From an optimization exercise on the open Yosys and OpenROAD flow, aimed at small area; shortcuts taken in it are not production practice. The RTL of this run was laid out without a check of its function. Power and IR drop assume default switching activity.

==> flow/design.v <==
module fe_acc (
    input  wire         clk,
    input  wire         rst,           
    input  wire         in_valid,
    output wire         in_ready,
    input  wire         in_op,         
    input  wire         in_clr,        
    input  wire         in_neg,        
    input  wire [5:0]   in_p,          
    input  wire [2:0]   in_wa,         
    input  wire [2:0]   in_ww,         
    input  wire         in_inl_a,      
    input  wire         in_inl_w,      
    input  wire [7:0]   in_ea,         
    input  wire [7:0]   in_ew,         
    input  wire [255:0] in_a,          
    input  wire [255:0] in_w,
    output reg          out_valid,
    output wire [31:0]  out_acc,       
    output wire [23:0]  out_run,       
    output wire [5:0]   out_cnt        
);
    reg [31:0] acc;
    reg [23:0] run;
    reg [6:0]  cnt;
    assign out_acc = acc;
    assign out_run = run;
    assign out_cnt = cnt[5:0];
    reg  [5:0]  lc;                  
    reg  [20:0] S;
    reg [7:0] ca, cw;
    integer j;
    always @(*) begin
        ca = 8'd0;
        cw = 8'd0;
        for (j = 0; j < 32; j = j + 1)
            if (lc[4:0] == j) begin
                ca = in_a[8*j +: 8];
                cw = in_w[8*j +: 8];
            end
    end
    function [7:0] dec;
        input [7:0] c;
        input [2:0] wm1;
        input       inl;
        reg         sb;
        reg   [7:0] low;
        integer     i;
        begin
            sb = c[wm1];
            for (i = 0; i < 8; i = i + 1) begin
                low[i] = (i < wm1);
                dec[i] = low[i] ? c[i] : sb;
            end
            if (wm1 == 3'd0)
                dec[0] = 1'b1;                           
            else if (inl && sb && ((c & low) == 8'd0))
                dec = 8'd0;                              
        end
    endfunction
    wire [7:0]  da   = dec(ca, in_wa, in_inl_a);
    wire [7:0]  dw   = dec(cw, in_ww, in_inl_w);
    wire signed [15:0] prod = $signed(da) * $signed(dw);
    wire sum_done = lc[5];
    localparam ST_IDLE  = 3'd0;
    localparam ST_NEG   = 3'd1;      
    localparam ST_NORM  = 3'd2;      
    localparam ST_SPEC  = 3'd3;      
    localparam ST_ALIGN = 3'd4;      
    localparam ST_LOADC = 3'd5;      
    localparam PH_A = 2'd0;
    localparam PH_B = 2'd1;
    localparam PH_C = 2'd2;
    reg [2:0]  st;
    reg [1:0]  ph;
    reg        rnd;                  
    reg        prom;                 
    reg        vinf;                 
    reg        ws;
    reg signed [9:0] E;              
    reg [27:0] M;
    assign in_ready = sum_done & (st == ST_IDLE);
    wire accept = in_valid & in_ready;
    wire        x_is_acc = (ph == PH_C) & (st != ST_LOADC);
    wire [31:0] xp   = x_is_acc ? acc : {run, 8'h00};
    wire        xs   = xp[31];
    wire [7:0]  xe   = xp[30:23];
    wire        xez  = (xe == 8'd0);
    wire        xe1  = (xe == 8'hFF);
    wire        xfnz = (xp[22:0] != 23'd0);
    wire        x_inf = xe1 & ~xfnz;
    wire        x_nan = xe1 & xfnz;
    wire signed [9:0] xE = {2'b00, xe[7:1], xe[0] | xez};
    wire [27:0] xM   = {1'b0, ~xez, xp[22:0], 3'b000};
    wire        r_e1  = (run[22:15] == 8'hFF);
    wire        r_fnz = (run[14:0] != 15'd0);
    wire        y_inf = (ph == PH_C) ? (r_e1 & ~r_fnz) : vinf;
    wire        y_nan = (ph == PH_C) & r_e1 & r_fnz;
    wire        ys    = (ph == PH_C) ? run[23] : ws;
    wire        spec  = x_inf | x_nan | y_inf | y_nan;
    wire [31:0] spec_res = (x_nan | y_nan | (x_inf & y_inf & (xs ^ ys))) ? 32'h7FC0_0000 :
                           x_inf ? xp : {ys, 8'hFF, 23'd0};
    wire        mz   = (M == 28'd0);
    wire        ovf  = (E >= 10'sd255);
    wire [31:0] pk   = mz  ? 32'd0 :
                       ovf ? {ws, 8'hFF, 23'd0} :
                             {ws, (M[26] ? E[7:0] : 8'd0), M[25:3]};
    wire        p11  = (ph != PH_C);
    wire        rg   = p11 ? M[10] : M[2];
    wire        rs   = p11 ? (M[9:0] != 10'd0) : (M[1:0] != 2'd0);
    wire        rl   = p11 ? M[11] : M[3];
    wire        rup  = rg & (rs | rl);
    wire signed [9:0] d = xE - E;
    wire [27:0] shr1 = {1'b0, M[27:2], M[1] | M[0]};
    wire [27:0] shr4 = {4'b0, M[27:5], M[4] | (M[3:0] != 4'd0)};
    wire [27:0] shl1 = {M[26:0], 1'b0};
    wire [27:0] shl4 = {M[23:0], 4'b0};
    wire [27:0] jmp  = {27'd0, ~mz};
    reg  [27:0] xin, win;
    reg         sub;
    wire [27:0] sum = xin + (win ^ {28{sub}}) + {27'd0, sub};
    reg         n_out;
    always @(*) begin
        xin = 28'd0;
        win = 28'd0;
        sub = 1'b0;
        case (st)
            ST_IDLE:  xin = {S, 7'd0};
            ST_NEG:   begin win = M; sub = 1'b1; end
            ST_NORM:  begin
                xin = p11 ? {16'd0, rup, 11'd0} : {24'd0, rup, 3'd0};
                win = p11 ? {M[27:11], 11'd0} : {M[27:3], 3'd0};
            end
            ST_ALIGN: begin
                xin = xM;
                win = (d < 0) ? 28'd0 : M;
                sub = (d < 0) ? 1'b0 : (xs ^ ws);
            end
            ST_LOADC: xin = xM;
            default:  ;
        endcase
    end
    always @(posedge clk) begin
        if (rst | ~in_valid | accept)
            lc <= 6'd0;
        else if (!sum_done)
            lc <= lc + 6'd1;
        if (!sum_done)
            S <= ((lc == 6'd0) ? 21'd0 : S) + {{5{prod[15]}}, prod};
        out_valid <= 1'b0;
        if (rst) begin
            st  <= ST_IDLE;
            acc <= 32'd0;
            run <= 24'd0;
            cnt <= 7'd0;
        end else begin
            case (st)
                ST_IDLE: if (accept) begin : acc_blk
                    reg [6:0] cb, cn;
                    reg       pr;
                    cb = in_clr ? 7'd0 : cnt;
                    cn = cb + {6'd0, ~in_op};
                    pr = in_op ? (cb != 7'd0) : (cn == ((in_p == 6'd0) ? 7'd64 : {1'b0, in_p}));
                    cnt  <= pr ? 7'd0 : cn;
                    prom <= pr;
                    if (in_clr) begin
                        acc <= 32'd0;
                        run <= 24'd0;
                    end
                    M   <= sum;
                    E   <= $signed({2'b00, in_ea}) + $signed({2'b00, in_ew}) - 10'sd108;
                    ws  <= in_neg;
                    rnd <= 1'b0;
                    if (!in_op) begin
                        ph <= PH_A;
                        st <= S[20] ? ST_NEG : ST_NORM;
                    end else if (pr) begin
                        ph <= PH_C;
                        st <= ST_LOADC;
                    end else begin
                        out_valid <= 1'b1;
                    end
                end
                ST_NEG: begin
                    M  <= sum;
                    ws <= ~ws;
                    st <= ST_NORM;
                end
                ST_NORM: begin
                    if (M[27]) begin
                        M <= shr1;  E <= E + 10'sd1;
                    end else if (E <= 10'sd0) begin
                        if (E <= -10'sd27)     begin M <= jmp;  E <= 10'sd1;       end
                        else if (E <= -10'sd3) begin M <= shr4; E <= E + 10'sd4;   end
                        else                   begin M <= shr1; E <= E + 10'sd1;   end
                    end else if (!mz && !M[26] && E > 10'sd1) begin
                        if (M[26:23] == 4'd0 && E >= 10'sd5) begin M <= shl4; E <= E - 10'sd4; end
                        else                                 begin M <= shl1; E <= E - 10'sd1; end
                    end else if (!rnd) begin
                        M   <= sum;
                        rnd <= 1'b1;
                    end else begin
                        case (ph)
                            PH_A: begin
                                vinf <= ovf & ~mz;
                                ph   <= PH_B;
                                st   <= ST_SPEC;
                            end
                            PH_B: begin
                                run <= pk[31:8];
                                if (prom) begin
                                    ph <= PH_C;
                                    st <= ST_LOADC;
                                end else begin
                                    st <= ST_IDLE;
                                    out_valid <= 1'b1;
                                end
                            end
                            default: begin
                                acc <= pk;
                                run <= 24'd0;
                                st  <= ST_IDLE;
                                out_valid <= 1'b1;
                            end
                        endcase
                    end
                end
                ST_SPEC: begin
                    if (spec) begin
                        if (ph == PH_C) begin
                            acc <= spec_res;
                            run <= 24'd0;
                            st  <= ST_IDLE;
                            out_valid <= 1'b1;
                        end else begin
                            run <= spec_res[31:8];
                            if (prom) begin
                                ph <= PH_C;
                                st <= ST_LOADC;
                            end else begin
                                st <= ST_IDLE;
                                out_valid <= 1'b1;
                            end
                        end
                    end else begin
                        st <= ST_ALIGN;
                    end
                end
                ST_ALIGN: begin
                    if (d < 0) begin
                        M  <= sum;
                        E  <= xE;
                        ws <= xs;
                        if (ph == PH_C) acc <= pk;
                        else            run <= pk[31:8];
                    end else if (d >= 10'sd28) begin
                        M <= jmp;  E <= xE;
                    end else if (d >= 10'sd4) begin
                        M <= shr4; E <= E + 10'sd4;
                    end else if (d != 0) begin
                        M <= shr1; E <= E + 10'sd1;
                    end else begin
                        M   <= sum;
                        ws  <= xs;
                        rnd <= 1'b0;
                        st  <= ((xs ^ ws) & sum[27]) ? ST_NEG : ST_NORM;
                    end
                end
                ST_LOADC: begin
                    M   <= sum;
                    E   <= xE;
                    ws  <= xs;
                    st  <= ST_SPEC;
                end
                default: st <= ST_IDLE;
            endcase
        end
    end
endmodule
==> flow/run.sh <==
#!/bin/bash
# synth_recipe.tcl (not shown) runs the flow's synth.tcl, then flattens the netlist and writes it again
# the make line also repeats each setting of config.mk as NAME=value (left out here)
make -C /OpenROAD-flow-scripts/flow DESIGN_CONFIG=/design/flow/config.mk WORK_HOME=/design/flow/orfs CLKGATE_MAP_FILE= SYNTH_SCRIPT=/design/flow/synth_recipe.tcl finish
==> flow/config.mk <==
export PLATFORM = sky130hd
export DESIGN_NAME = fe_acc
export DESIGN_NICKNAME = fe_acc
export VERILOG_FILES = /design/flow/design.v
export SDC_FILE = /design/flow/constraint.sdc
export NUM_CORES = 4
export LEC_CHECK = 0
export ABC_AREA = 1
export CAP_MARGIN = 20
export CORE_MARGIN = 2
export CORE_UTILIZATION = 40
export SLEW_MARGIN = 20
==> flow/constraint.sdc <==
create_clock -name core_clock -period 18.0 [get_ports {clk}]
set_input_delay 3.6000 -clock core_clock [delete_from_list [all_inputs] [get_ports {clk}]]
set_output_delay 3.6000 -clock core_clock [all_outputs]
set_load 0.01 [all_outputs]
==> metrics.md <==
| Metric | Value |
|---|---|
| Register area share after synthesis | `between 10% and 20%` |
| FILL cells | `between 5,000 and 6,000` |
| Layout Nets | `roughly 5,200` |
| Critical Path Slowest Stage Cell | `xor2_1` |
| TritonCTS clock tree | `yes` |
| Final Cycle Share | `72.8%` |
| Finish-stage setup viols | `0` |
| Final hold vios | `0` |
| R2R setup slack | `6460 ps` |
| Post-cts sizing count | `0` |
| Final hold slack | `a little under 500 ps` |
| CTS Sinks | `138` |
| H-Tree Depth | `4` |
| Fin area | `approximately 30,000 µm²` |
| Yosys cell types | `between 60 and 70` |
| Largest net degree at the start of global routing | `67` |
| Core Rows | `87` |
| Critical path endpoint | `S[20]` |
| Power, Total | `3.23 mW` |
| Fmax | `around 0.076 GHz` |
| Initial antenna violation count | `24` |
| WS Path Type | `in -> reg` |
| Post-synth ARST share | `0%` |
| Clock latency on the worst-skew pair | `between 400 and 500 ps` |
| Die area | `around 60,000 µm²` |
| Final WL | `about 120,000 µm` |
| Drt via density | `5.45` |
| Post-Synth Adder-Cell Area | `11.3%` |
| Number of synthesized flops with an enable pin | `65` |
| CP Max Fanout | `10` |
| Clock transition at path regs | `around 70 ps` |
| Initial core utilization | `approximately two fifths` |
| Largest family of logic cells by synthesized area | `simple AND/OR/NAND/NOR gates` |
| Post-CTS Setup Repair Bufs | `0` |
| Slew HR | `a little under a third` |
| Worst r2r dst | `S[20]` |
| Die width | `around 240 µm` |
| Placed cell area | `between 20,000 and 30,000 µm²` |
| Share of cells above drive strength 1 | `under 10%` |
| Drt first pass iters | `9` |
| Pwr Density | `107 nW/µm²` |
| Worst r2r src | `lc[3]` |
| Worst slew pin tran | `1030 ps` |
| Startpoint types | `input port` |
| Leading cell type in the layout, fill and taps excluded | `nand2_1` |
| Clk_skew | `between 10 and 15 ps` |
| Via count | `28,956` |
| FF+latch count, synth | `138` |
| CTS Buffer Depth | `2` |
| Sum Neg Setup Slack | `0 ps` |
| Antenna viol nets, final | `0` |
| Synth Area in Compound Gates | `a little over 20%` |
| Max_cap viols | `0` |
| Cts bufs inserted | `17` |
| Most used DFF post-synth | `dfxtp_1` |
| LEAKAGE | `roughly 14 nW` |
| Synth Area in XOR/XNOR | `between 3 and 4%` |
| Hold_buf cts | `0` |
| Status | `timing/DRC/antenna clean` |
| All-Layer GR Usage | `38.5%` |
| Cells after Synth | `4,038` |
| Worst Hold Class | `reg -> reg` |
| VDD IR-drop max | `between 0.0002 and 0.00025 V` |
| CTS root buf | `clkbuf_16` |
| First-pass GRT wire length | `~170,000 µm` |
| Critical Path AT | `roughly 13,000 ps` |
| Critical path's most frequent cell | `nand2_1` |
| Worst EP required | `between 15,000 and 20,000 ps` |
| Chip height | `roughly 240 µm` |
| Worst setup EP type | `flop` |
| Multi-input logic area | `16,500 µm²` |
| 1st-iter DRT viols | `approximately 3,000` |
| Vias in the first global route | `27,813` |
| Area of the mapped netlist | `23,000 µm²` |
| Gpl congestion | `~1.0` |
| Seq. cell area | `roughly 3400 µm²` |
| Mean Syn Cell Area | `approximately 5.7 µm²` |
| Most frequent cells in the layout | `nand2_1, clkdlybuf4s50_1, inv_1` |
| Port Buffers | `roughly 610` |
| I/O Pins | `between 600 and 700` |
| Synthesized-area fraction occupied by and/or/nand/nor cells | `between 30% and 40%` |
| Final min period | `between 10,000 and 15,000 ps` |
| Yosys warning count | `1` |
| RSZ-0062 raised after global routing | `no` |
| Hpwl dp | `94,700 µm` |
| Area Growth Syn to Fin | `31.5%` |
| Core ar. | `between 50,000 and 60,000 µm²` |
| Residual DRC | `0` |
| Reg2reg path depth | `66` |
| Multiplexer share of the synthesized area | `0%` |
| Synthesized net count | `roughly 4,800` |
| CP peak stage delay | `720 ps` |
| Global route total overflow | `0` |
| Slew Limit Fails | `0` |
| CP startpoint | `in_w[18]` |
| Per-cell routed wire length | `~22 µm` |
==> per-stage QoR <==
stage / setup slack [ps] / std cells / util, %
finish: 4900 / 5312 / 53.3
global route: 4010 / 5308 / 53.3
CTS: 4940 / 5295 / 53.2
detailed placement: 4490 / 5263 / 52.2
global placement: 4580 / 5263 / 52.2
floorplan: 6430 / 4038 / -
==> synth_stat cells, types with 3 or more instances <==
library cell	instances	area, µm²
ha_1	113	1410
nand3_2	6	60.1
clkbuf_1	139	522
clkinv_1	14	52.6
buf_1	8	30.0
nand2_1	1252	4700
nor2_4	4	45.0
o22ai_1	11	68.8
nand2_2	11	68.8
o21bai_1	9	67.6
o21ai_1	27	135
o41ai_1	3	26.3
a31oi_1	15	93.8
or2_0	3	18.8
a32o_1	3	30.0
nand4_1	33	206
o221ai_1	46	403
a2111oi_0	3	26.3
nor2_1	403	1510
xor2_1	77	674
xnor2_1	23	201
o31ai_1	7	52.6
a211oi_1	5	37.5
buf_4	9	67.6
dfxtp_1	73	1460
inv_1	567	2130
o2111ai_1	11	96.3
nor4_1	14	87.6
buf_6	5	56.3
nand3_1	188	941
edfxtp_1	65	1950
nand3b_1	6	45.0
o21ai_0	264	1320
o211ai_1	42	315
or2_2	46	288
fa_1	59	1180
o311ai_0	7	61.3
inv_2	33	124
a21oi_1	341	1710
a21o_1	3	22.5
nor2_2	9	56.3
nor3_1	28	140
buf_2	22	110
==> final cells by class <==
| cell class | instances | area share, % |
|---|---|---|
| repair buffers | 654 | 21.4 |
| clock buffers | 17 | 1.41 |
| flip-flops and latches | 138 | 11.3 |
| clock inverters | 15 | 0.435 |
| well taps | 756 | 3.13 |
| inverters | 614 | 7.63 |
| multi-input cells | 3102 | 54.6 |
| diodes | 16 | 0.133 |
==> layer usage <==
| metal | part of all wire (%) | global-route usage [%] | wire, µm | up-vias |
|---|---|---|---|---|
| met1 | 39 | 47.9 | 46100 | 13164 |
| li1 | - | - | - | 13960 |
| met4 | 4.9 | 16.8 | 5720 | 8 |
| met3 | 11 | 10.1 | 12800 | 240 |
| met5 | 0.046 | 0 | 54 | - |
| met2 | 45 | 62.6 | 53100 | 1584 |
==> worst min-delay path by stage <==
stage | startpoint | endpoint | slack [ps] | cells after the start
after floorplan | cnt[6] | cnt[6] | 450 | 2
after global placement | cnt[6] | cnt[6] | 460 | 2
after detailed placement | cnt[6] | cnt[6] | 470 | 2
after CTS | cnt[6] | cnt[6] | 480 | 2
after global routing | run[5] | run[5] | 500 | 2
final | run[2] | run[2] | 480 | 2
==> power by group <==
part           internal (mW)  switching [mW]  total (mW)
Sequential             0.492          0.0182       0.510
Combinational           1.01            1.36        2.36
Clock                  0.181           0.177       0.358
Total                   1.68            1.55        3.23
==> cells by family (layout without fill, tap and decap cells) <==
family                     after synthesis  in the layout
AOI/OAI and AO/OA                      814            814
xor gates and xnor gates               101            101
adders and majority gates              172            172
buffers and inverters                  798           1300
DFF                                    138            138
other                                    0             16
and+or+nand+nor                       2015           2015
==> critical path: cells and delay by family <==
family          cells  cell delay, ps
simple gates       43            3850
fa+ha+maj           6            2760
compound gates      9            1560
xor+xnor            2             860
buf+inv             5             650
==> sequential cells by signal, indices dropped and copies added (netlist names) <==
| signal | cells |
|---|---|
| S | 21 |
| st | 3 |
| lc | 6 |
| acc | 32 |
| ws | 1 |
| run | 24 |
| vinf | 1 |
| cnt | 7 |
| ph | 2 |
| out_valid | 1 |
| E | 10 |
| prom | 1 |
| M | 28 |
| rnd | 1 |

==> re-timing with driven ports <==
How much do the figures lean on ideal ports? The routed layout below was timed once more, with nothing changed but the port constraints.
Step 1 assumes that a clkbuf_16 drives the clock port and a buf_2 every other input.
Step 2 also shifts input and output timing later by t, the mid clock arrival at the registers, as if the neighbouring blocks saw the same clock.
a / b / c = no drivers / after step 1 / after step 2; a / b = the first two.
t, ns: 0.504
setup slack, ns: 4.901 / 4.929 / 4.425
worst slew at a driven data input, ns: 0.21
pins driven straight from the clock port: 1
After both steps this run still meets setup and hold. For this run, drivers alone change the setup slack by +0.028 ns; drivers and shift together by -0.476 ns.
